Context: an optimization exercise on an open-source flow, tuned for small area. The choices shown serve that exercise and are no tape-out recipe.
Function was not checked in any run shown here: the RTL went through the layout flow alone. The clock port is modelled as an ideal driver; clocking choices that lean on that would not hold on a real chip.

## run.sh

```bash
#!/bin/bash
# synth_recipe.tcl (not shown) runs the flow's synth.tcl, then flattens the netlist and writes it again
# the make line also repeats each setting of config.mk as NAME=value (left out here)
make -C /OpenROAD-flow-scripts/flow DESIGN_CONFIG=/design/flow/config.mk WORK_HOME=/design/flow/orfs CLKGATE_MAP_FILE= SYNTH_SCRIPT=/design/flow/synth_recipe.tcl finish
```

## config.mk

```make
export PLATFORM = sky130hd
export DESIGN_NAME = caq_port
export DESIGN_NICKNAME = caq_port
export VERILOG_FILES = /design/flow/design.v
export SDC_FILE = /design/flow/constraint.sdc
export NUM_CORES = 4
export LEC_CHECK = 0
export CAP_MARGIN = 20
export CORE_MARGIN = 2
export CORE_UTILIZATION = 40
export PLACE_DENSITY = 0.6
export SLEW_MARGIN = 20
```

## constraint.sdc

```tcl
create_clock -name core_clock -period 14.0 [get_ports {clk}]
set_input_delay 2.8000 -clock core_clock [delete_from_list [all_inputs] [get_ports {clk}]]
set_output_delay 2.8000 -clock core_clock [all_outputs]
set_load 0.01 [all_outputs]
```

## design.v

```verilog
module caq_filt #(
    parameter DLY = 0,
    parameter CLR3 = 0              
) (
    input  wire        clk,
    input  wire        clr,         
    input  wire        take,        
    input  wire        bit_in,
    input  wire [2:0]  osr_code,    
    input  wire [1:0]  cosr_code,   
    input  wire [7:0]  stuck_len,   
    input  wire [4:0]  tap,         
    output reg  [24:0] r3,          
    output reg  [10:0] r2,          
    output wire [10:0] r2_n,        
    output wire        ok,          
    output wire        ready,       
    output reg         stuck,
    output reg         last         
);
    reg [10:0]        i1;           
    reg [17:0]        i2;           
    reg [6:0]         j1;           
    reg [9:0]         cnt;          
    reg [7:0]         rem;          
    reg ge1, ge2, ge3;
    always @(*) begin
        case (osr_code)
            3'd0:    begin ge1 = cnt >= 10'd16;  ge2 = cnt >= 10'd32;  ge3 = cnt >= 10'd48;  end
            3'd1:    begin ge1 = cnt >= 10'd32;  ge2 = cnt >= 10'd64;  ge3 = cnt >= 10'd96;  end
            3'd2:    begin ge1 = cnt >= 10'd64;  ge2 = cnt >= 10'd128; ge3 = cnt >= 10'd192; end
            3'd3:    begin ge1 = cnt >= 10'd128; ge2 = cnt >= 10'd256; ge3 = cnt >= 10'd384; end
            default: begin ge1 = cnt >= 10'd256; ge2 = cnt >= 10'd512; ge3 = cnt >= 10'd768; end
        endcase
    end
    reg gc1, gc2;
    always @(*) begin
        case (cosr_code)
            2'd0:    begin gc1 = cnt >= 10'd4;  gc2 = cnt >= 10'd8;  end
            2'd1:    begin gc1 = cnt >= 10'd8;  gc2 = cnt >= 10'd16; end
            2'd2:    begin gc1 = cnt >= 10'd16; gc2 = cnt >= 10'd32; end
            default: begin gc1 = cnt >= 10'd32; gc2 = cnt >= 10'd64; end
        endcase
    end
    assign ok    = ge3 && !stuck;
    assign ready = gc2;
    wire changed = (cnt == 10'd0) || (bit_in != last);
    wire unstick = changed && stuck;
    wire [4:0] tm = tap & {ge1, ge2, ge3, gc1, gc2};
    wire [9:0] cnt_o = unstick ? 10'd0 : cnt;
    always @(posedge clk) begin
        if (clr) begin
            cnt   <= 10'd0;
            stuck <= 1'b0;
        end else if (take) begin
            cnt   <= (cnt_o == 10'd768) ? cnt_o : cnt_o + 10'd1;
            if (unstick)
                stuck <= 1'b0;
            else if (!changed && rem == 8'd0)
                stuck <= 1'b1;
        end
    end
    always @(posedge clk) begin
        if (take) begin
            last <= bit_in;
            rem  <= changed ? stuck_len - 8'd1 : rem - 8'd1;
        end
    end
    wire        s_en;                   
    wire        s_b;                    
    wire        s_un;                   
    wire [4:0]  s_t;                    
    generate
        if (DLY == 0) begin : g_now
            assign s_en = take;
            assign s_b  = bit_in;
            assign s_un = unstick || (cnt == 10'd0);
            assign s_t  = tm;
        end else begin : g_dly
            reg       d_en, d_un;
            reg [4:0] d_t;
            always @(posedge clk) begin
                if (clr)
                    d_en <= 1'b0;
                else
                    d_en <= take;
                d_un <= unstick || (cnt == 10'd0);
                d_t  <= tm;
            end
            assign s_en = d_en;
            assign s_b  = last;
            assign s_un = d_un;
            assign s_t  = d_t;
        end
    endgenerate
    wire a1 = s_t[4] && !s_un;
    wire a2 = s_t[3] && !s_un;
    wire a3 = s_t[2] && !s_un;
    wire b1 = s_t[1] && !s_un;
    wire b2 = s_t[0] && !s_un;
    wire signed [3:0] d3 = $signed({3'b000, s_b}) - $signed({2'b00, a1, a1})
                         + $signed({2'b00, a2, a2}) - $signed({3'b000, a3});
    wire signed [2:0] d2 = $signed({2'b00, s_b}) - $signed({1'b0, b1, 1'b0}) + $signed({2'b00, b2});
    wire k = !(s_en && s_un);
    wire g = s_en;
    wire [10:0] i1_o = i1 & {11{k}};
    wire [17:0] i2_o = i2 & {18{k}};
    wire [24:0] i3_o = r3 & {25{k}};
    wire [6:0]  j1_o = j1 & {7{k}};
    wire [10:0] j2_o = r2 & {11{k}};
    wire [3:0]  d3g  = d3 & {4{g}};
    wire [2:0]  d2g  = d2 & {3{g}};
    wire [10:0] i1_n;
    wire [17:0] i2_n;
    wire [24:0] i3_n;
    wire [6:0]  j1_n;
    wire [10:0] j2_n;
    generate
        if (DLY == 0) begin : g_fast
            assign i1_n = i1_o + {{7{d3g[3]}}, d3g};
            assign i2_n = i2_o + ({{7{i1_n[10]}}, i1_n} & {18{g}});
            assign i3_n = i3_o + ({{7{i2_n[17]}}, i2_n} & {25{g}});
        end else begin : g_slow
            caq_add #(11) u_i1 (.a(i1_o), .b({{7{d3g[3]}}, d3g}), .s(i1_n));
            caq_add #(18) u_i2 (.a(i2_o), .b({{7{i1_n[10]}}, i1_n} & {18{g}}), .s(i2_n));
            caq_add #(25) u_i3 (.a(i3_o), .b({{7{i2_n[17]}}, i2_n} & {25{g}}), .s(i3_n));
        end
    endgenerate
    caq_add #(7)  u_j1 (.a(j1_o), .b({{4{d2g[2]}}, d2g}), .s(j1_n));
    caq_add #(11) u_j2 (.a(j2_o), .b({{4{j1_n[6]}}, j1_n} & {11{g}}), .s(j2_n));
    assign r2_n = j2_n;
    always @(posedge clk) begin
        i1 <= i1_n;
        i2 <= i2_n;
        j1 <= j1_n;
        r2 <= j2_n;
    end
    generate
        if (CLR3) begin : g_clr3
            always @(posedge clk) begin
                if (clr)
                    r3 <= 25'd0;
                else
                    r3 <= i3_n;
            end
        end else begin : g_keep3
            always @(posedge clk)
                r3 <= i3_n;
        end
    endgenerate
endmodule
module caq_add #(
    parameter W = 8
) (
    input  wire [W-1:0] a,
    input  wire [W-1:0] b,
    output wire [W-1:0] s
);
    wire [W:0] c;
    assign c[0] = 1'b0;
    genvar k;
    generate
        for (k = 0; k < W; k = k + 1) begin : g_bit
            assign s[k]   = a[k] ^ b[k] ^ c[k];
            assign c[k+1] = (a[k] & b[k]) | (a[k] & c[k]) | (b[k] & c[k]);
        end
    endgenerate
endmodule
module caq_ring (
    input  wire        clk,
    input  wire [63:0] wen,         
    input  wire        wd,
    input  wire [5:0]  rsel_d,      
    input  wire [5:0]  rsel_c,      
    output wire        out_d,
    output wire        out_c
);
    reg  [767:0] h;
    wire [63:0]  head;
    genvar r;
    generate
        for (r = 0; r < 64; r = r + 1) begin : g_ring
            always @(posedge clk)
                h[r*12 +: 12] <= {h[r*12 +: 11], wen[r] ? wd : h[r*12 + 11]};
            assign head[r] = h[r*12 + 11];
        end
    endgenerate
    assign out_d = head[rsel_d];
    assign out_c = head[rsel_c];
endmodule
module caq_scale (
    input  wire [24:0] r3,
    input  wire [2:0]  osr_code,
    output reg  [15:0] u,
    output reg         sat
);
    always @(*) begin
        case (osr_code)
            3'd0:    begin sat = r3[12]; u = {r3[11:0], 4'd0}; end
            3'd1:    begin sat = r3[15]; u = {r3[14:0], 1'b0}; end
            3'd2:    begin sat = r3[18]; u = r3[17:2];         end
            3'd3:    begin sat = r3[21]; u = r3[20:5];         end
            default: begin sat = r3[24]; u = r3[23:8];         end
        endcase
        if (sat)
            u = 16'hFFFF;
    end
endmodule
module caq_cal (
    input  wire [15:0]        u,        
    input  wire signed [15:0] ofs,
    input  wire [15:0]        gain,
    output reg  signed [15:0] val,
    output wire               sat
);
    wire [16:0] dx = {1'b0, u} + {~ofs[15], ~ofs} + 17'h18001;   
    wire [33:0] row [0:17];
    genvar j;
    generate
        for (j = 0; j < 16; j = j + 1) begin : g_r
            assign row[j] = {18'd0, dx[15:0] & {16{gain[j]}}} << j;
        end
    endgenerate
    assign row[16] = {2'b00, ~(gain & {16{dx[16]}}), 16'd0};
    assign row[17] = 34'h3_0001_0000;
    function [67:0] csa(input [33:0] a, input [33:0] b, input [33:0] c);
        csa = {((a & b) | (a & c) | (b & c)) << 1, a ^ b ^ c};
    endfunction
    wire [67:0] l1a = csa(row[0], row[1], row[2]);
    wire [67:0] l1b = csa(row[3], row[4], row[5]);
    wire [67:0] l1c = csa(row[6], row[7], row[8]);
    wire [67:0] l1d = csa(row[9], row[10], row[11]);
    wire [67:0] l1e = csa(row[12], row[13], row[14]);
    wire [67:0] l1f = csa(row[15], row[16], row[17]);
    wire [67:0] l2a = csa(l1a[33:0], l1a[67:34], l1b[33:0]);
    wire [67:0] l2b = csa(l1b[67:34], l1c[33:0], l1c[67:34]);
    wire [67:0] l2c = csa(l1d[33:0], l1d[67:34], l1e[33:0]);
    wire [67:0] l2d = csa(l1e[67:34], l1f[33:0], l1f[67:34]);
    wire [67:0] l3a = csa(l2a[33:0], l2a[67:34], l2b[33:0]);
    wire [67:0] l3b = csa(l2b[67:34], l2c[33:0], l2c[67:34]);
    wire [67:0] l4a = csa(l3a[33:0], l3a[67:34], l3b[33:0]);
    wire [67:0] l4b = csa(l3b[67:34], l2d[33:0], l2d[67:34]);
    wire [67:0] l5a = csa(l4a[33:0], l4a[67:34], l4b[33:0]);
    wire [67:0] l6a = csa(l5a[33:0], l5a[67:34], l4b[67:34]);
    wire [33:0] sa = l6a[33:0], sb = l6a[67:34];
    wire [14:0] lo_c;
    assign lo_c[0] = 1'b0;
    generate
        for (j = 0; j < 14; j = j + 1) begin : g_lo
            assign lo_c[j+1] = (sa[j] & sb[j]) | (sa[j] & lo_c[j]) | (sb[j] & lo_c[j]);
        end
    endgenerate
    wire [19:0] ps = sa[33:14] + sb[33:14] + {19'd0, lo_c[14]};
    wire        hi = !ps[19] && (ps[18:15] != 4'd0);
    wire        lo =  ps[19] && (ps[18:15] != 4'hF);
    assign sat = hi || lo;
    always @(*) begin
        if (hi)
            val = 16'sh7FFF;
        else if (lo)
            val = -16'sh8000;
        else
            val = ps[15:0];
    end
endmodule
module caq_cmp (
    input  wire [10:0] r2,
    input  wire [1:0]  cosr_code,
    input  wire        ready,
    input  wire [15:0] th_hi,
    input  wire [15:0] th_lo,
    output wire        hi,
    output wire        lo
);
    reg [15:0] cu;
    reg        sat;
    always @(*) begin
        case (cosr_code)
            2'd0:    begin sat = r2[4];  cu = {r2[3:0], 12'd0}; end
            2'd1:    begin sat = r2[6];  cu = {r2[5:0], 10'd0}; end
            2'd2:    begin sat = r2[8];  cu = {r2[7:0], 8'd0};  end
            default: begin sat = r2[10]; cu = {r2[9:0], 6'd0};  end
        endcase
        if (sat)
            cu = 16'hFFFF;
    end
    wire ge_hi, ge_lo;
    caq_ge u_hi (.a(cu), .b(th_hi), .ge(ge_hi));
    caq_ge u_lo (.a(th_lo), .b(cu), .ge(ge_lo));
    assign hi = ready && ge_hi;
    assign lo = ready && ge_lo;
endmodule
module caq_ge (
    input  wire [15:0] a,
    input  wire [15:0] b,
    output wire        ge
);
    wire [16:0] c;
    assign c[0] = 1'b1;
    genvar k;
    generate
        for (k = 0; k < 16; k = k + 1) begin : g_bit
            assign c[k+1] = (a[k] & ~b[k]) | (a[k] & c[k]) | (~b[k] & c[k]);
        end
    endgenerate
    assign ge = c[16];
endmodule
module caq_port (
    input  wire        clk,
    input  wire        rst,
    input  wire        restart,
    input  wire        en_a,
    input  wire        en_b,
    input  wire        en_v,
    input  wire [2:0]  osr,
    input  wire [1:0]  cosr,
    input  wire [1:0]  pair,
    input  wire [2:0]  dosr,
    input  wire [1:0]  dcosr,
    input  wire [7:0]  stuck_len,
    input  wire [15:0] ofs_a,
    input  wire [15:0] gain_a,
    input  wire [15:0] ofs_b,
    input  wire [15:0] gain_b,
    input  wire [15:0] th_hi_a,
    input  wire [15:0] th_lo_a,
    input  wire [15:0] th_hi_b,
    input  wire [15:0] th_lo_b,
    input  wire [15:0] th_hi_v,
    input  wire [15:0] th_lo_v,
    input  wire        ds_en,
    input  wire        ds_a,
    input  wire        ds_b,
    input  wire        ds_v,
    input  wire        strobe,
    output reg         valid_a,
    output reg         valid_b,
    output reg         valid_v,
    output reg         hi_a,
    output reg         lo_a,
    output reg         hi_b,
    output reg         lo_b,
    output reg         hi_v,
    output reg         lo_v,
    output reg         stuck_a,
    output reg         stuck_b,
    output reg         stuck_v,
    output wire [15:0] u,
    output reg  [15:0] lat_ia,
    output reg  [15:0] lat_ib,
    output reg  [15:0] lat_ic,
    output wire [15:0] lat_u,
    output reg         lat_va,
    output reg         lat_vb,
    output reg         lat_vc,
    output wire        lat_vu,
    output wire        lat_sat
);
    wire clr  = rst || restart;
    wire take = ds_en && !clr;
    reg  [3:0] hs;                  
    reg  [3:0] ws;                  
    reg  [5:0] wr;                  
    reg        pw;                  
    wire [3:0] ws_n = !take ? ws : (ws == 4'd11) ? 4'd0 : ws + 4'd1;
    wire [5:0] wr_n = (take && ws == 4'd11) ? wr + 6'd1 : wr;
    wire [3:0] e_o = (ws >= hs) ? ws - hs : ws + 4'd12 - hs;
    wire [3:0] e   = (ws_n >= hs) ? ws_n - hs : ws_n + 4'd12 - hs;
    wire       bw  = ws_n < e;
    always @(posedge clk) begin
        if (rst)
            hs <= 4'd0;
        else
            hs <= (hs == 4'd11) ? 4'd0 : hs + 4'd1;
    end
    always @(posedge clk) begin
        if (clr) begin
            ws <= 4'd0;
            wr <= 6'd0;
            pw <= 1'b0;
        end else begin
            ws <= ws_n;
            wr <= wr_n;
            if (take)
                pw <= 1'b1;
            else if (e_o == 4'd0)
                pw <= 1'b0;
        end
    end
    wire [63:0] wen = (pw && e_o == 4'd0) ? (64'd1 << wr) : 64'd0;
    function [5:0] kr1(input [2:0] c);
        case (c)
            3'd0: kr1 = 6'd1;  3'd1: kr1 = 6'd2;  3'd2: kr1 = 6'd5;
            3'd3: kr1 = 6'd10; default: kr1 = 6'd21;
        endcase
    endfunction
    function [5:0] kr2(input [2:0] c);
        case (c)
            3'd0: kr2 = 6'd2;  3'd1: kr2 = 6'd5;  3'd2: kr2 = 6'd10;
            3'd3: kr2 = 6'd21; default: kr2 = 6'd42;
        endcase
    endfunction
    function [5:0] kr3(input [2:0] c);
        case (c)
            3'd0: kr3 = 6'd3;  3'd1: kr3 = 6'd7;  3'd2: kr3 = 6'd15;
            3'd3: kr3 = 6'd31; default: kr3 = 6'd63;
        endcase
    endfunction
    function [5:0] kc1(input [1:0] c);
        case (c)
            2'd0: kc1 = 6'd0; 2'd1: kc1 = 6'd0; 2'd2: kc1 = 6'd1; default: kc1 = 6'd2;
        endcase
    endfunction
    function [5:0] kc2(input [1:0] c);
        case (c)
            2'd0: kc2 = 6'd0; 2'd1: kc2 = 6'd1; 2'd2: kc2 = 6'd2; default: kc2 = 6'd5;
        endcase
    endfunction
    wire e3  = (e == 4'd11);
    wire e37 = (e == 4'd3) || (e == 4'd7);
    wire p1  = e37 && (e[2] == osr[0]);     
    wire p2  = e37 && (e[2] != osr[0]);
    wire v1  = e37 && (e[2] == dosr[0]);
    wire v2  = e37 && (e[2] != dosr[0]);
    wire pc1 = e37 && (e[2] == cosr[0]);    
    wire pc2 = e37 && (e[2] != cosr[0]);
    wire vc1 = e37 && (e[2] == dcosr[0]);
    wire vc2 = e37 && (e[2] != dcosr[0]);
    wire [5:0] rs_pd = wr_n - {5'd0, bw} - (e3 ? kr3(osr)  : p1 ? kr1(osr)  : kr2(osr));
    wire [5:0] rs_vd = wr_n - {5'd0, bw} - (e3 ? kr3(dosr) : v1 ? kr1(dosr) : kr2(dosr));
    wire [5:0] rs_pc = wr_n - {5'd0, bw} - (pc1 ? kc1(cosr)  : kc2(cosr));
    wire [5:0] rs_vc = wr_n - {5'd0, bw} - (vc1 ? kc1(dcosr) : kc2(dcosr));
    wire od_a, oc_a, od_b, oc_b, od_v, oc_v;
    wire last_a, last_b, last_v;
    caq_ring u_ha (.clk(clk), .wen(wen), .wd(last_a), .rsel_d(rs_pd), .rsel_c(rs_pc),
                   .out_d(od_a), .out_c(oc_a));
    caq_ring u_hb (.clk(clk), .wen(wen), .wd(last_b), .rsel_d(rs_pd), .rsel_c(rs_pc),
                   .out_d(od_b), .out_c(oc_b));
    caq_ring u_hv (.clk(clk), .wen(wen), .wd(last_v), .rsel_d(rs_vd), .rsel_c(rs_vc),
                   .out_d(od_v), .out_c(oc_v));
    reg [4:0] tq_a, tq_b, tq_v;
    always @(posedge clk) begin
        tq_a <= {p1 ? od_a : tq_a[4], p2 ? od_a : tq_a[3], e3 ? od_a : tq_a[2],
                 pc1 ? oc_a : tq_a[1], pc2 ? oc_a : tq_a[0]};
        tq_b <= {p1 ? od_b : tq_b[4], p2 ? od_b : tq_b[3], e3 ? od_b : tq_b[2],
                 pc1 ? oc_b : tq_b[1], pc2 ? oc_b : tq_b[0]};
        tq_v <= {v1 ? od_v : tq_v[4], v2 ? od_v : tq_v[3], e3 ? od_v : tq_v[2],
                 vc1 ? oc_v : tq_v[1], vc2 ? oc_v : tq_v[0]};
    end
    wire [24:0] r3_a, r3_b, r3_v;
    wire [10:0] r2_a, r2_b, r2_v, r2n_a, r2n_b, r2n_v;
    wire        ok_a, ok_b, ok_v;
    wire        rdy_a, rdy_b, rdy_v;
    wire        fst_a, fst_b, fst_v;
    caq_filt #(.DLY(0)) u_fa (
        .clk(clk), .clr(clr), .take(take && en_a), .bit_in(ds_a),
        .osr_code(osr), .cosr_code(cosr), .stuck_len(stuck_len), .tap(tq_a),
        .r3(r3_a), .r2(r2_a), .r2_n(r2n_a), .ok(ok_a), .ready(rdy_a), .stuck(fst_a),
        .last(last_a));
    caq_filt #(.DLY(1)) u_fb (
        .clk(clk), .clr(clr), .take(take && en_b), .bit_in(ds_b),
        .osr_code(osr), .cosr_code(cosr), .stuck_len(stuck_len), .tap(tq_b),
        .r3(r3_b), .r2(r2_b), .r2_n(r2n_b), .ok(ok_b), .ready(rdy_b), .stuck(fst_b),
        .last(last_b));
    caq_filt #(.DLY(1), .CLR3(1)) u_fv (
        .clk(clk), .clr(clr), .take(take && en_v), .bit_in(ds_v),
        .osr_code(dosr), .cosr_code(dcosr), .stuck_len(stuck_len), .tap(tq_v),
        .r3(r3_v), .r2(r2_v), .r2_n(r2n_v), .ok(ok_v), .ready(rdy_v), .stuck(fst_v),
        .last(last_v));
    reg upd_a, upd_b, upd_v, upd2_b;
    always @(posedge clk) begin
        if (clr) begin
            upd_a  <= 1'b0;
            upd_b  <= 1'b0;
            upd_v  <= 1'b0;
            upd2_b <= 1'b0;
        end else begin
            upd_a  <= ds_en && en_a;
            upd_b  <= ds_en && en_b;
            upd_v  <= ds_en && en_v;
            upd2_b <= upd_b;
        end
    end
    reg [2:0] osr_q, dosr_q;
    always @(posedge clk) begin
        osr_q  <= osr;
        dosr_q <= dosr;
    end
    wire [15:0] us_p, us_v;
    wire        ss_p, ss_v;
    wire signed [15:0] cal;
    wire        cs;
    caq_scale u_sp (.r3(upd2_b ? r3_b : r3_a), .osr_code(osr_q), .u(us_p), .sat(ss_p));
    caq_cal   u_cl (.u(us_p), .ofs(upd2_b ? ofs_b : ofs_a), .gain(upd2_b ? gain_b : gain_a),
                    .val(cal), .sat(cs));
    caq_scale u_sv (.r3(r3_v), .osr_code(dosr_q), .u(us_v), .sat(ss_v));
    wire        sat_p = cs || ss_p;
    wire chi_a, clo_a, chi_b, clo_b, chi_v, clo_v;
    caq_cmp u_ka (.r2(r2_a), .cosr_code(cosr), .ready(rdy_a),
                  .th_hi(th_hi_a ^ 16'h8000), .th_lo(th_lo_a ^ 16'h8000), .hi(chi_a), .lo(clo_a));
    caq_cmp u_kb (.r2(r2n_b), .cosr_code(cosr), .ready(rdy_b),
                  .th_hi(th_hi_b ^ 16'h8000), .th_lo(th_lo_b ^ 16'h8000), .hi(chi_b), .lo(clo_b));
    caq_cmp u_kv (.r2(r2n_v), .cosr_code(dcosr), .ready(rdy_v),
                  .th_hi(th_hi_v), .th_lo(th_lo_v), .hi(chi_v), .lo(clo_v));
    reg signed [15:0] val_a, val_b;
    reg               sat_a, sat_b;
    always @(posedge clk) begin
        if (clr) begin
            val_a <= 16'sd0; sat_a <= 1'b0; valid_a <= 1'b0; hi_a <= 1'b0; lo_a <= 1'b0;
            stuck_a <= 1'b0;
        end else if (upd_a) begin
            val_a <= cal; sat_a <= sat_p; valid_a <= ok_a; hi_a <= chi_a; lo_a <= clo_a;
            stuck_a <= fst_a;
        end
    end
    always @(posedge clk) begin
        if (clr) begin
            valid_b <= 1'b0; hi_b <= 1'b0; lo_b <= 1'b0; stuck_b <= 1'b0;
        end else if (upd_b) begin
            valid_b <= ok_b; hi_b <= chi_b; lo_b <= clo_b; stuck_b <= fst_b;
        end
    end
    always @(posedge clk) begin
        if (clr) begin
            val_b <= 16'sd0; sat_b <= 1'b0;
        end else if (upd2_b) begin
            val_b <= cal; sat_b <= sat_p;
        end
    end
    always @(posedge clk) begin
        if (clr) begin
            valid_v <= 1'b0; hi_v <= 1'b0; lo_v <= 1'b0; stuck_v <= 1'b0;
        end else if (upd_v) begin
            valid_v <= ok_v; hi_v <= chi_v; lo_v <= clo_v; stuck_v <= fst_v;
        end
    end
    assign u = us_v;
    wire signed [15:0] cur_b = upd2_b ? cal : val_b;
    wire               cur_sb = upd2_b ? sat_p : sat_b;
    reg signed [15:0] la, lb;       
    reg [15:0]        lu;
    reg               lva, lvb, lsa, lsb, lvu, lsu;
    reg [1:0]         lpr;
    always @(posedge clk) begin
        if (rst) begin
            la <= 16'sd0; lb <= 16'sd0; lu <= 16'd0;
            lva <= 1'b0; lvb <= 1'b0; lsa <= 1'b0; lsb <= 1'b0; lvu <= 1'b0; lsu <= 1'b0;
            lpr <= 2'd0;
        end else if (strobe) begin
            la  <= valid_a ? val_a : 16'sd0;
            lb  <= valid_b ? cur_b : 16'sd0;
            lu  <= valid_v ? us_v : 16'd0;
            lva <= valid_a;
            lvb <= valid_b;
            lsa <= valid_a && sat_a;
            lsb <= valid_b && cur_sb;
            lvu <= valid_v;
            lsu <= valid_v && ss_v;
            lpr <= pair;
        end
    end
    wire               vcm  = lva && lvb;
    wire [16:0]        psum;
    caq_add #(17) u_ps (.a({la[15], la}), .b({lb[15], lb}), .s(psum));
    wire signed [17:0] nsum = -$signed({psum[16], psum});
    wire               csat = vcm && ((nsum > 18'sd32767) || (nsum < -18'sd32768));
    wire signed [15:0] cmp  = !vcm ? 16'sd0 :
                              (nsum > 18'sd32767) ? 16'sd32767 :
                              (nsum < -18'sd32768) ? -16'sd32768 : nsum[15:0];
    always @(*) begin
        case (lpr)
            2'd0: begin    
                lat_ia = la;  lat_va = lva;
                lat_ib = lb;  lat_vb = lvb;
                lat_ic = cmp; lat_vc = vcm;
            end
            2'd1: begin    
                lat_ia = cmp; lat_va = vcm;
                lat_ib = la;  lat_vb = lva;
                lat_ic = lb;  lat_vc = lvb;
            end
            2'd2: begin    
                lat_ia = lb;  lat_va = lvb;
                lat_ib = cmp; lat_vb = vcm;
                lat_ic = la;  lat_vc = lva;
            end
            default: begin  
                lat_ia = la;    lat_va = lva;
                lat_ib = lb;    lat_vb = lvb;
                lat_ic = 16'd0; lat_vc = 1'b0;
            end
        endcase
    end
    assign lat_u   = lu;
    assign lat_vu  = lvu;
    assign lat_sat = lsa || lsb || (csat && lpr != 2'd3) || lsu;
endmodule
```

==> results of run 1 <==
layer usage:
| layer | up-vias | wire length, um | global-route usage [%] |
|---|---|---|---|
| li1 | 24500 | - | - |
| met1 | 25100 | 90200 | 23.2 |
| met2 | 1271 | 88000 | 26.9 |
| met3 | 350 | 9890 | 2.86 |
| met4 | 0 | 6090 | 6.05 |
| met5 | - | 0 | 0 |
layout make-up:
class | count | area [um2] | area share, %
well taps | 2992 | 3740 | 3.56
inverters | 448 | 1680 | 1.60
multi-input cells | 3717 | 32400 | 30.7
repair buffers | 365 | 3450 | 3.28
clock inverters | 89 | 871 | 0.827
clock buffers | 379 | 7980 | 7.58
diodes | 4 | 10.0 | 0.00951
flip-flops and latches | 2736 | 55200 | 52.4
cell usage after synthesis (6+ instances only):
master     number
mux2_2        214
nor2_1        552
nor2b_1       103
a222oi_1       20
o22ai_1         9
a31oi_1        53
nand2b_1       73
a221oi_1        6
mux4_2        132
nand3_1        70
or2_2          15
a21o_1         46
a211oi_1       49
inv_1         445
ha_1          266
a21boi_0        7
buf_1          26
and3_1         27
nor3_1         81
nand2_1       367
nand4_1        18
and2_1        201
nor3b_1         9
o21a_1         25
nand3b_1       10
a22oi_1        68
o211ai_1       33
nor4_1         13
mux2i_1       104
clkbuf_1      230
o21bai_1       12
maj3_1         17
xor2_1         70
fa_1          385
edfxtp_1       42
buf_2           9
a32oi_1         7
o21ai_0       135
o2111ai_1       6
dfxtp_1      2694
xnor2_1       125
a21oi_1       246
or3_1          14
o31ai_1        22
state kept, by name (all words and copies together) (netlist names), 10 cells and up:
signal and count:
u_fv.r3 25, u_hv.h 768, u_hb.h 768, u_fv.i1 11
u_ha.h 768, u_fb.r3 25, la 16, u_fv.cnt 10
u_fa.cnt 10, u_fb.r2 11, u_fa.r3 25, u_fv.r2 11
val_a 16, u_fa.r2 11, u_fb.cnt 10, u_fb.i2 18
lb 16, u_fv.i2 18, u_fa.i2 18, u_fa.i1 11
lu 16, val_b 16, u_fb.i1 11
worst max-delay path, delay by kind of cell, from the launching register on:
family / cells / cell delay [ns]
XOR/XNOR: 6 / 0.97
buffers and inverters: 2 / 0.10
adder cells (fa/ha/maj): 26 / 10.36
AND/OR/NAND/NOR: 5 / 1.22
flip-flops: 1 / 0.38
worst max-delay path by stage:
stage                                       start                     end  slack, ns
after floorplan               u_fv.last$_DFFE_PP_  u_fv.r3[24]$_SDFF_PP0_       1.39
after global routing      u_fv.g_dly.d_un$_DFF_P_  u_fv.r3[24]$_SDFF_PP0_       0.16
final                     u_fv.g_dly.d_un$_DFF_P_  u_fv.r3[24]$_SDFF_PP0_       0.87
after detailed placement  u_fv.g_dly.d_un$_DFF_P_  u_fv.r3[24]$_SDFF_PP0_       0.73
after CTS                 u_fv.g_dly.d_un$_DFF_P_  u_fv.r3[24]$_SDFF_PP0_       0.75
after global placement                   ofs_b[2]     val_b[1]$_SDFF_PP0_       0.98
logic make-up after synthesis:
family	Yosys count	synth area share [%]
flops	2736	61.2
buf+inv	719	3.05
fa+ha+maj	672	12.5
simple gates	1585	8.38
mux	450	7.12
xor+xnor	200	2.01
compound gates	810	5.81
==> impl_results.md, run 1 <==
* Crit. End Element: flip-flop
* Final hold vios at 0
* Ys Warns at 8
* Leading area contributor after synthesis: dfxtp_1
* Dpl hpwl at 137 mm
* Clk pin slew, worst setup/hold paths at about 0.06 ns
* DRT iter0 DRCs at around 3300
* Main flop type after synthesis: dfxtp_1
* Layout cells sized above 1 at about an eighth
* Top cells by area, synth: dfxtp_1 (60%), fa_1 (8.5%), ha_1 (3.7%)
* Max Freq at ~0.076 GHz
* Initial Util at around 40%
* Clk buf depth at 4
* Synthesized instance count at 7172
* Largest net degree at the start of global routing at about 70
* Reg2Reg Setup Slack at between 0.8 and 0.9 ns
* Worst-margin pin slew at approximately 1.1 ns
* Mapped Nets at 8014
* WP data arrival at between 10 and 15 ns
* Final Skew at around 0.08 ns
* Hold_ws at 0.293 ns
* Number of global-route vias before repair at 52100
* Sequential share of the synthesized area at between 60% and 70%
* DRC errors left at 0
* First-pass GRT wire length at 303 mm
* DR vias/cell at between 4 and 5
* Drt first pass iters at 7
* Post-DRT Antenna Nets at 0
* Reg2Reg Launch Point: u_fv.g_dly.d_un$_DFF_P_
* Hold endpoint: u_ha.h[479]$_DFF_P_
* Hold Crit Start: u_ha.h[478]$_DFF_P_
* Max stage delay on crit path at roughly 0.56 ns
* RSZ-0062 raised after global routing: false
* Core area at about 220000 um2
* CTS Sinks at about 2700
* Crit-path slowest cell: fa_1
* Post-place setup slack at 0.726 ns
* Crit-path max FO at 8
* H-tree depth at 5
* Post-layout util at between 40 and 50%
* Cts hold-fix bufs at 0
* Worst setup margin at a little under 0.9 ns
* Worst-Skew Late Latency at 0.89 ns
* Port bufs at ~290
* Layout fillers at ~20000
* Ports at approximately 290
* Final Cycle Share at between 90% and 100%
* Mapped Avg Cell Area at about 13 um2
* Gr usage total at between 10% and 20%
* Final net count at around 8400
* Max-Cap Viols at 0
* GPL Wtd Cong at 0.878
* Worst setup SP type: flip-flop
* Cell Count, Final, Fillers Out at between 10000 and 15000
* Worst reg2reg path depth at 39
* Number of synthesized flops with an enable pin at 42
* HP Class: flip-flop to flip-flop
* Die Span X at 479 um
* Worst Path Required at approximately 15 ns
* Distinct cell type count after synthesis at ~110
* Flop and latch count out of synthesis at 2736
* Num CTS Buffers at around 280
* CTS root buffer: clkbuf_16
* Post-Syn Area at ~90000 um2
* Setup Fix Bufs, Post-CTS at 0
* Slew margin rel. at between 20 and 30%
* Antenna violations before repair at 4
* Post-route cell area at about 110000 um2
* DR WL/cell at approximately 18 um
* Placed Cells at between 10000 and 15000
* Cell Rows at between 150 and 200
* # resized after CTS at 0
* Max-slew violations at 0
* Final setup fails at 0
* CP Class: flip-flop to flip-flop
* Most frequent cells in the layout: dfxtp_1 (2693), nor2_1 (551), inv_1 (445)
* Total die area at approximately 230000 um2
* Detailed Route WL at slightly below 200 mm
* Synth async-reset ratio at 0%
* RR Endpoint: u_fv.r3[24]$_SDFF_PP0_
* Setup TNS at 0 ns
* Layout Area Growth over Synthesis at 16.7%
* Die Span Y at approximately 480 um
* Final worst path period need at around 13 ns
* CTS tree: built
* Most used cell, CP: fa_1
* Worst Hold Depth at 0
* Grt total ovfl at 0
* Most common cell after layout, fill and taps aside: dfxtp_1
* Status: no timing/DRC/antenna violations
* Area of placed instances at 96400 um2
* Synth top area share at between 50 and 60%
* Vias post-DR at approximately 50000
==> run 2, diff against run 1 <==
--- a/config.mk
+++ b/config.mk
@@ -8,5 +8,6 @@
 export CAP_MARGIN = 20
 export CORE_MARGIN = 2
-export CORE_UTILIZATION = 40
-export PLACE_DENSITY = 0.6
+export CORE_UTILIZATION = 55
+export CTS_BUF_LIST = sky130_fd_sc_hd__clkbuf_8
+export PLACE_DENSITY = 0.7
 export SLEW_MARGIN = 20
==> run 2 against run 1 <==
  * Register-to-register slack got worse by 0.03 ns
  * Maximum frequency fell by 0.24%
  * Synthesized cell count did not move
  * Utilization rose by 17 points
  * Count of clock-buffer cells in the layout rose by 113
  * Still clean
  * First-iteration DRC count rose by 3.3%
  * Clock skew rose by 0.039 ns
==> impl_results.md, run 2 <==
* Status: no timing/DRC/antenna violations
* Gr usage total at a little under a quarter
* Max-Cap Viols at 0
* # resized after CTS at 0
* Top cells by area, synth: dfxtp_1 (60%), fa_1 (8.5%), ha_1 (3.7%)
* Clk pin slew, worst setup/hold paths at about 0.060 ns
* Sequential share of the synthesized area at roughly 61%
* Num CTS Buffers at 399
* Dpl hpwl at between 100 and 150 mm
* Layout fillers at ~12000
* Worst Path Required at around 15 ns
* Die Span X at around 410 um
* Crit. End Element: flip-flop
* Slew margin rel. at between 20% and 30%
* Clk buf depth at 4
* Flop and latch count out of synthesis at about 2700
* Post-place setup slack at 0.764 ns
* CTS root buffer: clkbuf_8
* Synthesized instance count at between 7000 and 8000
* Number of global-route vias before repair at about 54000
* Post-DRT Antenna Nets at 0
* Final Skew at between 0.1 and 0.15 ns
* Most common cell after layout, fill and taps aside: dfxtp_1
* Initial Util at a little under three fifths
* Most frequent cells in the layout: dfxtp_1 (2693), inv_1 (579), nor2_1 (551)
* HP Class: flip-flop to flip-flop
* RSZ-0062 raised after global routing: false
* Layout cells sized above 1 at 13.2%
* Distinct cell type count after synthesis at ~110
* Final net count at around 8500
* Cts hold-fix bufs at 0
* Total die area at around 170000 um2
* DR WL/cell at ~19 um
* Cell Rows at around 150
* Synth top area share at between 50% and 60%
* Max stage delay on crit path at 0.57 ns
* H-tree depth at 5
* CTS tree: built
* Crit-path max FO at 8
* Worst setup margin at roughly 0.84 ns
* Area of placed instances at about 95000 um2
* Max Freq at ~0.076 GHz
* DR vias/cell at 5.13
* Final worst path period need at ~13 ns
* Worst setup SP type: flip-flop
* Multi-input gate area at between 30000 and 40000 um2
* Detailed Route WL at between 150 and 200 mm
* Main flop type after synthesis: dfxtp_1
* Mapped Avg Cell Area at 12.6 um2
* Worst-margin pin slew at between 1 and 1.5 ns
* Count leader, synth: dfxtp_1
* Final hold vios at 0
* Drt first pass iters at 7
* Core area at ~160000 um2
* Post-synth top cells: dfxtp_1 (2694), nor2_1 (552), inv_1 (445)
* Post-Syn Area at around 90000 um2
* Ports at approximately 290
* Number of synthesized flops with an enable pin at 42
* First-pass GRT wire length at 301 mm
* Post-route cell area at about 100000 um2
* Top flop regs: u_ha.h (768), u_hb.h (768), u_hv.h (768)
* DRT iter0 DRCs at around 3400
* GPL Wtd Cong at 0.910
* Most used cell, CP: fa_1
* DRC errors left at 0
* Setup TNS at 0 ns
* Max-slew violations at 0
* Largest net degree at the start of global routing at 71
* Synth async-reset ratio at 0%
* Leading area contributor after synthesis: dfxtp_1
* Final Cycle Share at 94.0%
* Setup Fix Bufs, Post-CTS at 0
* Grt total ovfl at 0
* Hold_ws at between 0.2 and 0.25 ns
* Mapped Nets at approximately 8000
* Port bufs at between 200 and 300
* Ys Warns at 8
* WP data arrival at ~14 ns
* Die Span Y at slightly above 400 um
* Antenna violations before repair at 6
* CP Class: flip-flop to flip-flop
* CTS Sinks at approximately 2700
* Layout Area Growth over Synthesis at 14.7%
* Final setup fails at 0
* Worst-Skew Late Latency at 1.06 ns
* Flip-flop and latch area at between 50000 and 60000 um2
* Crit-path slowest cell: fa_1
* Vias post-DR at between 50000 and 60000
-- run 2: cell counts after synthesis --
No cell type changed its count.
-- run 2: metal layers --
layer | wire length, um | track usage [%]
met1 | 84500 | 30.4
met2 | 92200 | 38.5
met3 | 9670 | 4.03
met4 | 5920 | 8.17
met5 | 52 | 0
-- run 2: cells by family after synthesis --
family	count (synthesis)	share of synthesized area, %
compound gates	810	5.81
mux	450	7.12
fa+ha+maj	672	12.5
buf+inv	719	3.05
xor+xnor	200	2.01
flops	2736	61.2
simple gates	1585	8.38
-- run 2: cell type report --
class	count	area share [%]
diodes	8	0.0193
well taps	2175	2.63
clock buffers	492	6.54
multi-input cells	3717	31.3
inverters	448	1.62
repair buffers	362	3.31
flip-flops and latches	2736	53.3
clock inverters	206	1.28
-- run 2: final timing paths --
path	startpoint	depth (start not counted)	slack [ns]	end
setup / recovery	u_fv.g_dly.d_un$_DFF_P_	39	0.84	u_fv.r3[24]$_SDFF_PP0_
hold / removal	u_hv.h[182]$_DFF_P_	0	0.24	u_hv.h[183]$_DFF_P_
setup reg to reg	u_fv.g_dly.d_un$_DFF_P_	39	0.84	u_fv.r3[24]$_SDFF_PP0_
hold reg to reg	u_hv.h[182]$_DFF_P_	0	0.24	u_hv.h[183]$_DFF_P_
-- run 2: worst max-delay path, delay by kind of cell (launching register included) --
kind,cells,cell delay [ns]
XOR/XNOR,6,0.99
flip-flops,1,0.37
buffers and inverters,2,0.11
adder cells (fa/ha/maj),26,10.36
AND/OR/NAND/NOR,5,1.22
-- run 2: metrics by stage --
step / std cells / util (%)
after CTS: 10100 / 63.6
final: 10100 / 63.6
after floorplan: 7172 / -
after detailed placement: 9437 / 58.6
after global routing: 10100 / 63.6
after global placement: 9436 / 58.6
==> run 3, diff against run 2 <==
--- a/config.mk
+++ b/config.mk
@@ -9,5 +9,6 @@
 export CORE_MARGIN = 2
 export CORE_UTILIZATION = 55
-export CTS_BUF_LIST = sky130_fd_sc_hd__clkbuf_8
+export CTS_CLUSTER_DIAMETER = 100
+export CTS_CLUSTER_SIZE = 30
 export PLACE_DENSITY = 0.7
 export SLEW_MARGIN = 20
==> run 3 against run 2 <==
  * Area after synthesis unchanged
  * Routed wire length down 3.6%
  * Largest cell class unchanged
==> impl_results.md, run 3 <==
* Status: no timing/DRC/antenna violations
* Final worst path period need at between 10 and 15 ns
* Synth async-reset ratio at 0%
* Post-synth top cells: dfxtp_1 (2694), nor2_1 (552), inv_1 (445)
* CTS Sinks at approximately 2700
* CP Class: flip-flop to flip-flop
* Ys Warns at 8
* Number of global-route vias before repair at roughly 50000
* Number of synthesized flops with an enable pin at 42
* Slew margin rel. at a little over a quarter
* Top flop regs: u_ha.h (768), u_hb.h (768), u_hv.h (768)
* Total die area at approximately 170000 um2
* Setup Fix Bufs, Post-CTS at 0
* DR WL/cell at between 15 and 20 um
* Post-Syn Area at between 90000 and 100000 um2
* Ports at about 290
* Max-slew violations at 0
* Max stage delay on crit path at 0.56 ns
* Sequential share of the synthesized area at between 60% and 70%
* Core area at between 150000 and 200000 um2
* Worst setup SP type: flip-flop
* Flop and latch count out of synthesis at about 2700
* DRC errors left at 0
* Largest net degree at the start of global routing at just over 70
* # resized after CTS at 0
* Antenna violations before repair at 3
* Detailed Route WL at 185 mm
* Die Span X at about 410 um
* Max-Cap Viols at 0
* Synth top area share at about three fifths
* Synthesized instance count at slightly above 7000
* Count leader, synth: dfxtp_1
* CTS tree: built
* Max Freq at 0.0759 GHz
* Layout cells sized above 1 at about 8.2%
* CTS root buffer: clkbuf_16
* Leading area contributor after synthesis: dfxtp_1
* Crit-path slowest cell: fa_1
* Most common cell after layout, fill and taps aside: dfxtp_1
* Drt first pass iters at 7
* Gr usage total at between 20% and 30%
* GPL Wtd Cong at between 0.9 and 1
* H-tree depth at 3
* Die Span Y at a little over 400 um
* Final Skew at between 0.04 and 0.05 ns
* First-pass GRT wire length at between 200 and 300 mm
* Final net count at slightly above 8000
* Clk buf depth at 3
* WP data arrival at roughly 14 ns
* Distinct cell type count after synthesis at between 100 and 150
* Grt total ovfl at 0
* Most used cell, CP: fa_1
* Cell Rows at between 100 and 150
* Main flop type after synthesis: dfxtp_1
* Final Cycle Share at a little over nine tenths
* Num CTS Buffers at about 100
* Post-DRT Antenna Nets at 0
* Clk pin slew, worst setup/hold paths at 0.12 ns
* DRT iter0 DRCs at between 3000 and 4000
* HP Class: flip-flop to flip-flop
* Layout Area Growth over Synthesis at 8.99%
* Vias post-DR at about 50000
* Worst Path Required at approximately 15 ns
* Mapped Avg Cell Area at 12.6 um2
* Layout fillers at between 10000 and 15000
* Dpl hpwl at around 130 mm
* Mapped Nets at between 8000 and 9000
* Initial Util at between 50% and 60%
* Worst-Skew Late Latency at 0.76 ns
* Final hold vios at 0
* Port bufs at 287
* Crit. End Element: flip-flop
* Setup TNS at 0 ns
* Crit-path max FO at 8
* Cts hold-fix bufs at 0
* Final setup fails at 0
* Most frequent cells in the layout: dfxtp_1 (2693), nor2_1 (551), inv_1 (445)
* RSZ-0062 raised after global routing: false
* Top cells by area, synth: dfxtp_1 (60%), fa_1 (8.5%), ha_1 (3.7%)
* DR vias/cell at 5.22
* Worst-margin pin slew at approximately 1.1 ns
* Post-layout util at approximately 60%
## run 3: cell counts after synthesis
Identical to the previous run, type by type.
## run 3: cell families (layout without fill, tap and decap cells)
family	Yosys count	after routing	share of synthesized area [%]
other	0	5	0
flip-flops	2736	2736	61.2
multiplexers	450	450	7.12
AND/OR/NAND/NOR	1585	1585	8.38
buffers and inverters	719	940	3.05
XOR/XNOR	200	200	2.01
adder cells (fa/ha/maj)	672	672	12.5
AO/OA/AOI/OAI	810	810	5.81
## run 3: routing by layer
metal  global-route usage (%)  vias up  share of wire, %
li1                         -    24000                 -
met1                     30.3    24500                45
met2                     37.0     1178                47
met3                     2.82      257               4.4
met4                     6.36        4               3.1
met5                        0        -             0.013
## run 3: worst paths after layout
| path | start | to | slack, ns | cells after the start |
|---|---|---|---|---|
| setup / recovery | u_fv.g_dly.d_un$_DFF_P_ | u_fv.r3[24]$_SDFF_PP0_ | 0.82 | 39 |
| hold / removal | u_ha.h[207]$_DFF_P_ | u_ha.h[208]$_DFF_P_ | 0.31 | 0 |
| hold reg to reg | u_ha.h[207]$_DFF_P_ | u_ha.h[208]$_DFF_P_ | 0.31 | 0 |
| setup reg to reg | u_fv.g_dly.d_un$_DFF_P_ | u_fv.r3[24]$_SDFF_PP0_ | 0.82 | 39 |
## run 3: final cells by class
cell class | instances | area, um2 | share of cell area [%]
antenna | 5 | 12.5 | 0.0127
clock buffer | 119 | 2720 | 2.77
clock inverter | 11 | 249 | 0.253
inverter | 448 | 1680 | 1.71
multi-input combinational | 3717 | 32300 | 32.9
sequential | 2736 | 55200 | 56.1
tap | 2175 | 2720 | 2.77
timing repair buffer | 362 | 3430 | 3.49
## run 3: through the flow
stage	hold slack, ns	worst slack, ns	area [um2]	cells
floorplan	0.310	1.39	90200	7172
CTS	0.310	0.775	98300	9567
detailed placement	0.312	0.764	95400	9437
global route	0.304	0.165	98300	9568
global placement	0.310	1.03	95400	9436
finish	0.306	0.825	98400	9573
## run 3: critical path: cells and delay by family (launching register included)
| family | cells | cell delay [ns] |
|---|---|---|
| adder cells (fa/ha/maj) | 26 | 10.37 |
| buffers and inverters | 2 | 0.11 |
| XOR/XNOR | 6 | 0.99 |
| flip-flops | 1 | 0.39 |
| AND/OR/NAND/NOR | 5 | 1.22 |
==> run 4, diff against run 3 <==
==> flow/run.sh (new file) <==
#!/bin/bash
# Layout: the standard flow (standard.sh: ORFS synthesis to finish), with
# clock tree synthesis told not to add dummy loads and to cluster up to 30 sinks per buffer.
# The full output of the run goes to standard.log in this folder.
set -euo pipefail
export CTS_ARGS="-sink_clustering_enable -repair_clock_nets -dont_use_dummy_load -sink_clustering_size 30 -sink_clustering_max_diameter 100"
bash standard.sh finish > standard.log 2>&1
==> standard.sh (new file) <==
#!/bin/bash
# synth_recipe.tcl (not shown) runs the flow's synth.tcl, then flattens the netlist and writes it again
# the make line also repeats each setting of config.mk as NAME=value (left out here)
make -C /OpenROAD-flow-scripts/flow DESIGN_CONFIG=/design/flow/config.mk WORK_HOME=/design/flow/orfs CLKGATE_MAP_FILE= SYNTH_SCRIPT=/design/flow/synth_recipe.tcl "${@:-finish}"
--- a/config.mk
+++ b/config.mk
@@ -9,6 +9,4 @@
 export CORE_MARGIN = 2
 export CORE_UTILIZATION = 55
-export CTS_CLUSTER_DIAMETER = 100
-export CTS_CLUSTER_SIZE = 30
 export PLACE_DENSITY = 0.7
 export SLEW_MARGIN = 20
removed: run.sh
==> run 4 against run 3 <==
  * Still clean on timing, DRC and antenna
  * Area after synthesis unchanged
  * Register-to-register slack about the same
  * Via count about the same
  * Largest cell class unchanged
  * Highest routed layer unchanged
==> impl_results.md, run 4 <==
* Initial Util at 55.4%
* DRT iter0 DRCs at 3520
* Setup TNS at 0 ns
* Antenna violations before repair at 3
* Final Cycle Share at a little over nine tenths
* Worst reg2reg path depth at 39
* Worst Hold Depth at 0
* Most used cell, CP: fa_1
* Max-slew violations at 0
* Worst Path Required at ~15 ns
* Final setup fails at 0
* Total die area at 167000 um2
* Final worst path period need at around 13 ns
* CTS Sinks at roughly 2700
* Post-synth top cells: dfxtp_1 (2694), nor2_1 (552), inv_1 (445)
* Worst-Skew Late Latency at 0.76 ns
* Ys Warns at 8
* Drt first pass iters at 6
* Main flop type after synthesis: dfxtp_1
* Post-Syn Area at ~90000 um2
* Synth top area share at around three fifths
* Max Freq at approximately 0.076 GHz
* Worst-margin pin slew at approximately 1.1 ns
* Setup Fix Bufs, Post-CTS at 0
* Ports at roughly 290
* DR WL/cell at between 15 and 20 um
* DRC errors left at 0
* Max-Cap Viols at 0
* Clk pin slew, worst setup/hold paths at about 0.11 ns
* Layout cells sized above 1 at about 8%
* Port bufs at around 290
* Die Span X at approximately 410 um
* Placed Cells at between 9000 and 10000
* CP Class: flip-flop to flip-flop
* Number of global-route vias before repair at about 50000
* Reg2Reg Launch Point: u_fv.g_dly.d_un$_DFF_P_
* Count leader, synth: dfxtp_1
* Final net count at ~8200
* Final Skew at between 0.1 and 0.15 ns
* Synthesized instance count at ~7000
* # resized after CTS at 0
* Clk buf depth at 3
* Number of synthesized flops with an enable pin at 42
* RR Endpoint: u_fv.r3[24]$_SDFF_PP0_
* RSZ-0062 raised after global routing: false
* Die Span Y at just over 400 um
* H-tree depth at 3
* CTS tree: built
* Num CTS Buffers at 104
* Flop and latch count out of synthesis at about 2700
* Leading area contributor after synthesis: dfxtp_1
* DR vias/cell at 5.24
* Cts hold-fix bufs at 0
* Sequential share of the synthesized area at 61.2%
* Gr usage total at 22.1%
* Crit-path slowest cell: fa_1
* Hold endpoint: u_ha.h[208]$_DFF_P_
* Reg2Reg Setup Slack at 0.82 ns
* Core area at around 160000 um2
* Worst setup SP type: flip-flop
* CTS root buffer: clkbuf_16
* Cell Count, Final, Fillers Out at roughly 9500
* Largest net degree at the start of global routing at 71
* Top flop regs: u_ha.h (768), u_hb.h (768), u_hv.h (768)
* Synth async-reset ratio at 0%
* Hold Crit Start: u_ha.h[207]$_DFF_P_
* Crit-path max FO at 8
* Cell Rows at roughly 150
* Distinct cell type count after synthesis at 105
* Vias post-DR at between 50000 and 60000
* GPL Wtd Cong at between 0.9 and 1
* Dpl hpwl at about 130 mm
* Layout Area Growth over Synthesis at 8.57%
* Most frequent cells in the layout: dfxtp_1 (2693), nor2_1 (551), inv_1 (445)
* Grt total ovfl at 0
* Most common cell after layout, fill and taps aside: dfxtp_1
* HP Class: flip-flop to flip-flop
* WP data arrival at 13.77 ns
* Layout fillers at 12700
* Status: no timing/DRC/antenna violations
* Detailed Route WL at 185 mm
* Mapped Nets at approximately 8000
* Mapped Avg Cell Area at ~13 um2
* Crit. End Element: flip-flop
* Slew margin rel. at a little over a quarter
* Top cells by area, synth: dfxtp_1 (60%), fa_1 (8.5%), ha_1 (3.7%)
* Post-DRT Antenna Nets at 0
* Max stage delay on crit path at between 0.5 and 0.6 ns
* First-pass GRT wire length at ~290 mm
* Final hold vios at 0
## run 4: cell count changes in the layout (fill, tap and decap cells not counted)
cell	delta
clkinv_8	-3
clkinv_16	-6
inv_8	-1
clkbuf_8	-2
clkinv_4	-1
clkbuf_1	-11
diode_2	-4
clkbuf_16	-2
## run 4: layout make-up
type | count | area, um2 | share of cell area, %
clock buffers | 104 | 2600 | 2.66
flip-flops and latches | 2736 | 55200 | 56.3
well taps | 2175 | 2720 | 2.78
multi-input cells | 3717 | 32300 | 33.0
inverters | 448 | 1680 | 1.72
repair buffers | 362 | 3430 | 3.50
diodes | 1 | 2.50 | 0.00255
## run 4: worst max-delay path by stage
| stage | slack, ns | from | cells after the start | to |
|---|---|---|---|---|
| after floorplan | 1.39 | u_fv.last$_DFFE_PP_ | 39 | u_fv.r3[24]$_SDFF_PP0_ |
| after global routing | 0.16 | u_fv.g_dly.d_un$_DFF_P_ | 39 | u_fv.r3[24]$_SDFF_PP0_ |
| after global placement | 1.03 | ofs_b[2] | 38 | val_b[0]$_SDFF_PP0_ |
| final | 0.82 | u_fv.g_dly.d_un$_DFF_P_ | 39 | u_fv.r3[24]$_SDFF_PP0_ |
| after detailed placement | 0.76 | ofs_b[2] | 38 | val_b[0]$_SDFF_PP0_ |
| after CTS | 0.77 | u_fv.g_dly.d_un$_DFF_P_ | 39 | u_fv.r3[24]$_SDFF_PP0_ |
## run 4: kinds of logic (layout without fill, tap and decap cells)
family | count (synthesis) | in the layout | synth area share [%]
AOI/OAI and AO/OA | 810 | 810 | 5.81
xor gates and xnor gates | 200 | 200 | 2.01
muxes | 450 | 450 | 7.12
buffers and inverters | 719 | 914 | 3.05
and+or+nand+nor | 1585 | 1585 | 8.38
DFF | 2736 | 2736 | 61.2
adders and majority gates | 672 | 672 | 12.5
other | 0 | 1 | 0
## run 4: per-stage QoR
stage	worst slack [ns]	instance area (um2)	hold slack [ns]	util, %
CTS	0.768	98000	0.264	60.2
global route	0.160	98000	0.258	60.2
floorplan	1.39	90200	0.310	-
detailed placement	0.764	95400	0.312	58.6
global placement	1.03	95400	0.310	58.6
finish	0.819	98000	0.259	60.2
## run 4: metal layers
| metal | share of wire (%) | GRT usage [%] | vias to the layer above | routed length, um |
|---|---|---|---|---|
| li1 | - | - | 24000 | - |
| met1 | 45 | 30.3 | 24600 | 83500 |
| met2 | 48 | 37.1 | 1162 | 88300 |
| met3 | 4.4 | 2.77 | 257 | 8130 |
| met4 | 2.9 | 6.20 | 4 | 5430 |
| met5 | 0.015 | 0 | - | 27 |
## run 4: critical path, delay by kind of cell, from the launching register on
kind,cells,cell delay (ns)
xor gates and xnor gates,6,1.00
DFF,1,0.39
adders and majority gates,26,10.36
buffers and inverters,2,0.11
and+or+nand+nor,5,1.22
==> run 5, diff against run 4 <==
--- a/design.v
+++ b/design.v
@@ -1,5 +1,4 @@
 module caq_filt #(
-    parameter DLY = 0,
-    parameter CLR3 = 0              
+    parameter DLY = 0
 ) (
     input  wire        clk,
@@ -75,5 +74,5 @@
             assign s_en = take;
             assign s_b  = bit_in;
-            assign s_un = unstick || (cnt == 10'd0);
+            assign s_un = unstick;
             assign s_t  = tm;
         end else begin : g_dly
@@ -85,5 +84,5 @@
                 else
                     d_en <= take;
-                d_un <= unstick || (cnt == 10'd0);
+                d_un <= unstick;
                 d_t  <= tm;
             end
@@ -131,22 +130,18 @@
     assign r2_n = j2_n;
     always @(posedge clk) begin
-        i1 <= i1_n;
-        i2 <= i2_n;
-        j1 <= j1_n;
-        r2 <= j2_n;
-    end
-    generate
-        if (CLR3) begin : g_clr3
-            always @(posedge clk) begin
-                if (clr)
-                    r3 <= 25'd0;
-                else
-                    r3 <= i3_n;
-            end
-        end else begin : g_keep3
-            always @(posedge clk)
-                r3 <= i3_n;
+        if (clr) begin
+            i1 <= 11'd0;
+            i2 <= 18'd0;
+            r3 <= 25'd0;
+            j1 <= 7'd0;
+            r2 <= 11'd0;
+        end else begin
+            i1 <= i1_n;
+            i2 <= i2_n;
+            r3 <= i3_n;
+            j1 <= j1_n;
+            r2 <= j2_n;
         end
-    endgenerate
+    end
 endmodule
 module caq_add #(
@@ -463,5 +458,5 @@
         .r3(r3_b), .r2(r2_b), .r2_n(r2n_b), .ok(ok_b), .ready(rdy_b), .stuck(fst_b),
         .last(last_b));
-    caq_filt #(.DLY(1), .CLR3(1)) u_fv (
+    caq_filt #(.DLY(1)) u_fv (
         .clk(clk), .clr(clr), .take(take && en_v), .bit_in(ds_v),
         .osr_code(dosr), .cosr_code(dcosr), .stuck_len(stuck_len), .tap(tq_v),
==> run.sh (new file) <==
#!/bin/bash
# synth_recipe.tcl (not shown) runs the flow's synth.tcl, then flattens the netlist and writes it again
# the make line also repeats each setting of config.mk as NAME=value (left out here)
make -C /OpenROAD-flow-scripts/flow DESIGN_CONFIG=/design/flow/config.mk WORK_HOME=/design/flow/orfs CLKGATE_MAP_FILE= SYNTH_SCRIPT=/design/flow/synth_recipe.tcl finish
--- a/config.mk
+++ b/config.mk
@@ -8,5 +8,5 @@
 export CAP_MARGIN = 20
 export CORE_MARGIN = 2
-export CORE_UTILIZATION = 55
-export PLACE_DENSITY = 0.7
+export CORE_UTILIZATION = 40
+export PLACE_DENSITY = 0.6
 export SLEW_MARGIN = 20
removed: flow/run.sh
removed: standard.sh
==> run 5 against run 4 <==
  * Critical path type unchanged
  * Design area rose by 8.2%
  * Worst setup slack gained 0.028 ns
  * Clock skew is 0.021 ns lower
==> impl_results.md, run 5 <==
* Crit. End Element: flip-flop
* Max Freq at about 0.076 GHz
* Post-Syn Area at between 90000 and 100000 um2
* Worst-Skew Late Latency at ~0.91 ns
* Most frequent cells in the layout: dfxtp_1 (2692), nor2_1 (696), fa_1 (383)
* Clk buf depth at 4
* Top cells by area, synth: dfxtp_1 (60%), fa_1 (8.5%), ha_1 (3.7%)
* Final net count at 8494
* Number of synthesized flops with an enable pin at 42
* Ys Warns at 7
* Clk pin slew, worst setup/hold paths at approximately 0.06 ns
* Post-DRT Antenna Nets at 0
* WP data arrival at 13.91 ns
* Gr usage total at between 10% and 20%
* First-pass GRT wire length at about 310 mm
* GPL Wtd Cong at just under 0.9
* Num CTS Buffers at between 200 and 300
* Busiest layer in global routing: met2
* Worst Path Required at 14.76 ns
* Synth async-reset ratio at 0%
* RSZ-0062 raised after global routing: false
* Layout cells sized above 1 at about 12%
* Synthesized instance count at between 7000 and 8000
* Die Span Y at 480 um
* Crit-path slowest cell: fa_1
* Max stage delay on crit path at 0.56 ns
* Distinct cell type count after synthesis at between 90 and 100
* Critical path origin: u_fb.g_dly.d_un$_DFF_P_
* Hold Crit Start: u_hv.h[81]$_DFF_P_
* Post-layout util at between 40% and 50%
* Layout fillers at 19900
* Total die area at approximately 230000 um2
* Met2 GRT Util at between 20% and 30%
* Max-Cap Viols at 0
* Count leader, synth: dfxtp_1
* Mapped Avg Cell Area at around 12 um2
* H-tree depth at 5
* Mapped Nets at slightly above 8000
* Final Skew at 0.0944 ns
* Status: no timing/DRC/antenna violations
* Cts hold-fix bufs at 0
* Grt total ovfl at 0
* Post-synth top cells: dfxtp_1 (2694), nor2_1 (697), fa_1 (385)
* HP Class: flip-flop to flip-flop
* Most common cell after layout, fill and taps aside: dfxtp_1
* Layout Area Growth over Synthesis at 17.1%
* CTS Sinks at around 2700
* DRC errors left at 0
* Final setup fails at 0
* Cell Rows at ~170
* Final worst path period need at approximately 13 ns
* Met3 Use GR at 2.59%
* CTS tree: built
* CTS root buffer: clkbuf_16
* Setup TNS at 0 ns
* Initial Util at 40.3%
* Die Span X at about 480 um
* Dpl hpwl at ~140 mm
* Final Cycle Share at a little over nine tenths
* Flop and latch count out of synthesis at 2736
* Most used cell, CP: fa_1
* GRT met1 Usage at a little under a quarter
* Max-slew violations at 0
* Leading area contributor after synthesis: dfxtp_1
* Crit-path max FO at 10
* Drt first pass iters at 6
* Worst setup SP type: flip-flop
* Final hold vios at 0
* Vias post-DR at ~52000
* Number of global-route vias before repair at ~53000
* Antenna violations before repair at 8
* Worst-margin pin slew at approximately 1.1 ns
* Slew margin rel. at between 20% and 30%
* Main flop type after synthesis: dfxtp_1
* Detailed Route WL at between 200 and 250 mm
* CP Class: flip-flop to flip-flop
* Port bufs at between 200 and 300
* Core area at 225000 um2
* Synth top area share at slightly below 60%
* DR vias/cell at between 4 and 5
* Reg2Reg Setup Slack at around 0.85 ns
* Largest net degree at the start of global routing at a little under 90
* DRT iter0 DRCs at roughly 3200
* Sequential share of the synthesized area at about three fifths
* DR WL/cell at between 15 and 20 um
* Reg2Reg Launch Point: u_fb.g_dly.d_un$_DFF_P_
* Ports at 288
* Top flop regs: u_ha.h (768), u_hb.h (768), u_hv.h (768)
run 5: final timing paths:
kind                                  to  cells after the start
setup / recovery  u_fb.r3[24]$_SDFF_PP0_                     40
hold / removal        u_hv.h[82]$_DFF_P_                      0
hold reg to reg       u_hv.h[82]$_DFF_P_                      0
setup reg to reg  u_fb.r3[24]$_SDFF_PP0_                     40
run 5: layout make-up:
class | count | area, um2 | share of cell area [%]
Multi-Input combinational cell | 3874 | 32900 | 31.0
Inverter | 382 | 1430 | 1.35
Clock buffer | 384 | 8100 | 7.63
Sequential cell | 2736 | 55200 | 52.1
Tap cell | 2992 | 3740 | 3.53
Clock inverter | 95 | 1100 | 1.04
Timing Repair Buffer | 377 | 3540 | 3.34
Antenna cell | 3 | 7.51 | 0.00708
run 5: timing repair:
item | 4_1_cts | 5_1_grt
endpoints found under the setup margin | 0 | 1
hold endpoints to repair | 0 | 0
gates resized for setup | 0 | 1
setup buffers | 0 | 0
run 5: through the flow:
step / setup slack (ns) / std cells / instance area (um2) / hold WS (ns)
2_1_floorplan: 1.21 / 7276 / 90500 / 0.310
3_3_place_gp: 0.704 / 10400 / 96800 / 0.310
3_5_place_dp: 0.628 / 10400 / 96800 / 0.312
4_1_cts: 0.592 / 10800 / 106000 / 0.262
5_1_grt: 0.172 / 10800 / 106000 / 0.268
6_report: 0.847 / 10800 / 106000 / 0.248
run 5: cells by family after synthesis:
logic type	Yosys count	synth area share [%]
flops	2736	61.0
buf+inv	666	2.78
mux	441	6.96
xor+xnor	204	2.02
compound gates	824	5.77
simple gates	1732	9.05
fa+ha+maj	673	12.4
run 5: critical path, delay by kind of cell, from the launching register on:
| family | cells | cell delay (ns) |
|---|---|---|
| xor+xnor | 6 | 1.09 |
| fa+ha+maj | 26 | 10.30 |
| buf+inv | 3 | 0.30 |
| flops | 1 | 0.42 |
| simple gates | 5 | 0.99 |
run 5: per-layer routing:
| metal | part of all wire (%) | vias to the layer above |
|---|---|---|
| li1 | - | 24800 |
| met4 | 3.1 | 2 |
| met5 | 0.0065 | - |
| met2 | 47 | 1325 |
| met1 | 45 | 25600 |
| met3 | 4.6 | 371 |

## static timing again, ports no longer ideal
How much do the figures lean on ideal ports? The routed layouts below were timed once more, with nothing changed but the port constraints.
Step 1 sets driving cells, clkbuf_16 on the clock port and buf_2 on the other inputs (assumed; they add their load-dependent delay and slew).
Step 2 times the ports against the registers' clock, not the clock port: input delays grow and output delays shrink by t, the midpoint of the rising clock arrivals with the driver on.
a / b / c = ideal ports / drivers / drivers and shift; a / b = the first two.
run | t (ns) | slack for setup (ns) | worst setup path after step 2 | clock arrival spread, ns | worst register clock-pin slew, ns
run 1 | 0.939 | 0.875 / 0.875 / 0.822 | input to register | 0.080 / 0.080 | 0.08 / 0.08
run 2 | 1.071 | 0.843 / 0.843 / 0.646 | input to register | 0.143 / 0.143 | 0.07 / 0.07
run 3 | 0.817 | 0.825 / 0.825 / 0.704 | input to register | 0.051 / 0.051 | 0.12 / 0.12
run 4 | 0.777 | 0.819 / 0.819 / 0.643 | input to register | 0.117 / 0.118 | 0.12 / 0.12
run 5 | 0.952 | 0.847 / 0.847 / 0.575 | input to register | 0.105 / 0.105 | 0.08 / 0.08
After both steps every run listed still meets setup and hold. The setup slack of run 5, which loses most, moves by 0.000 ns with the drivers and by -0.272 ns with both steps.
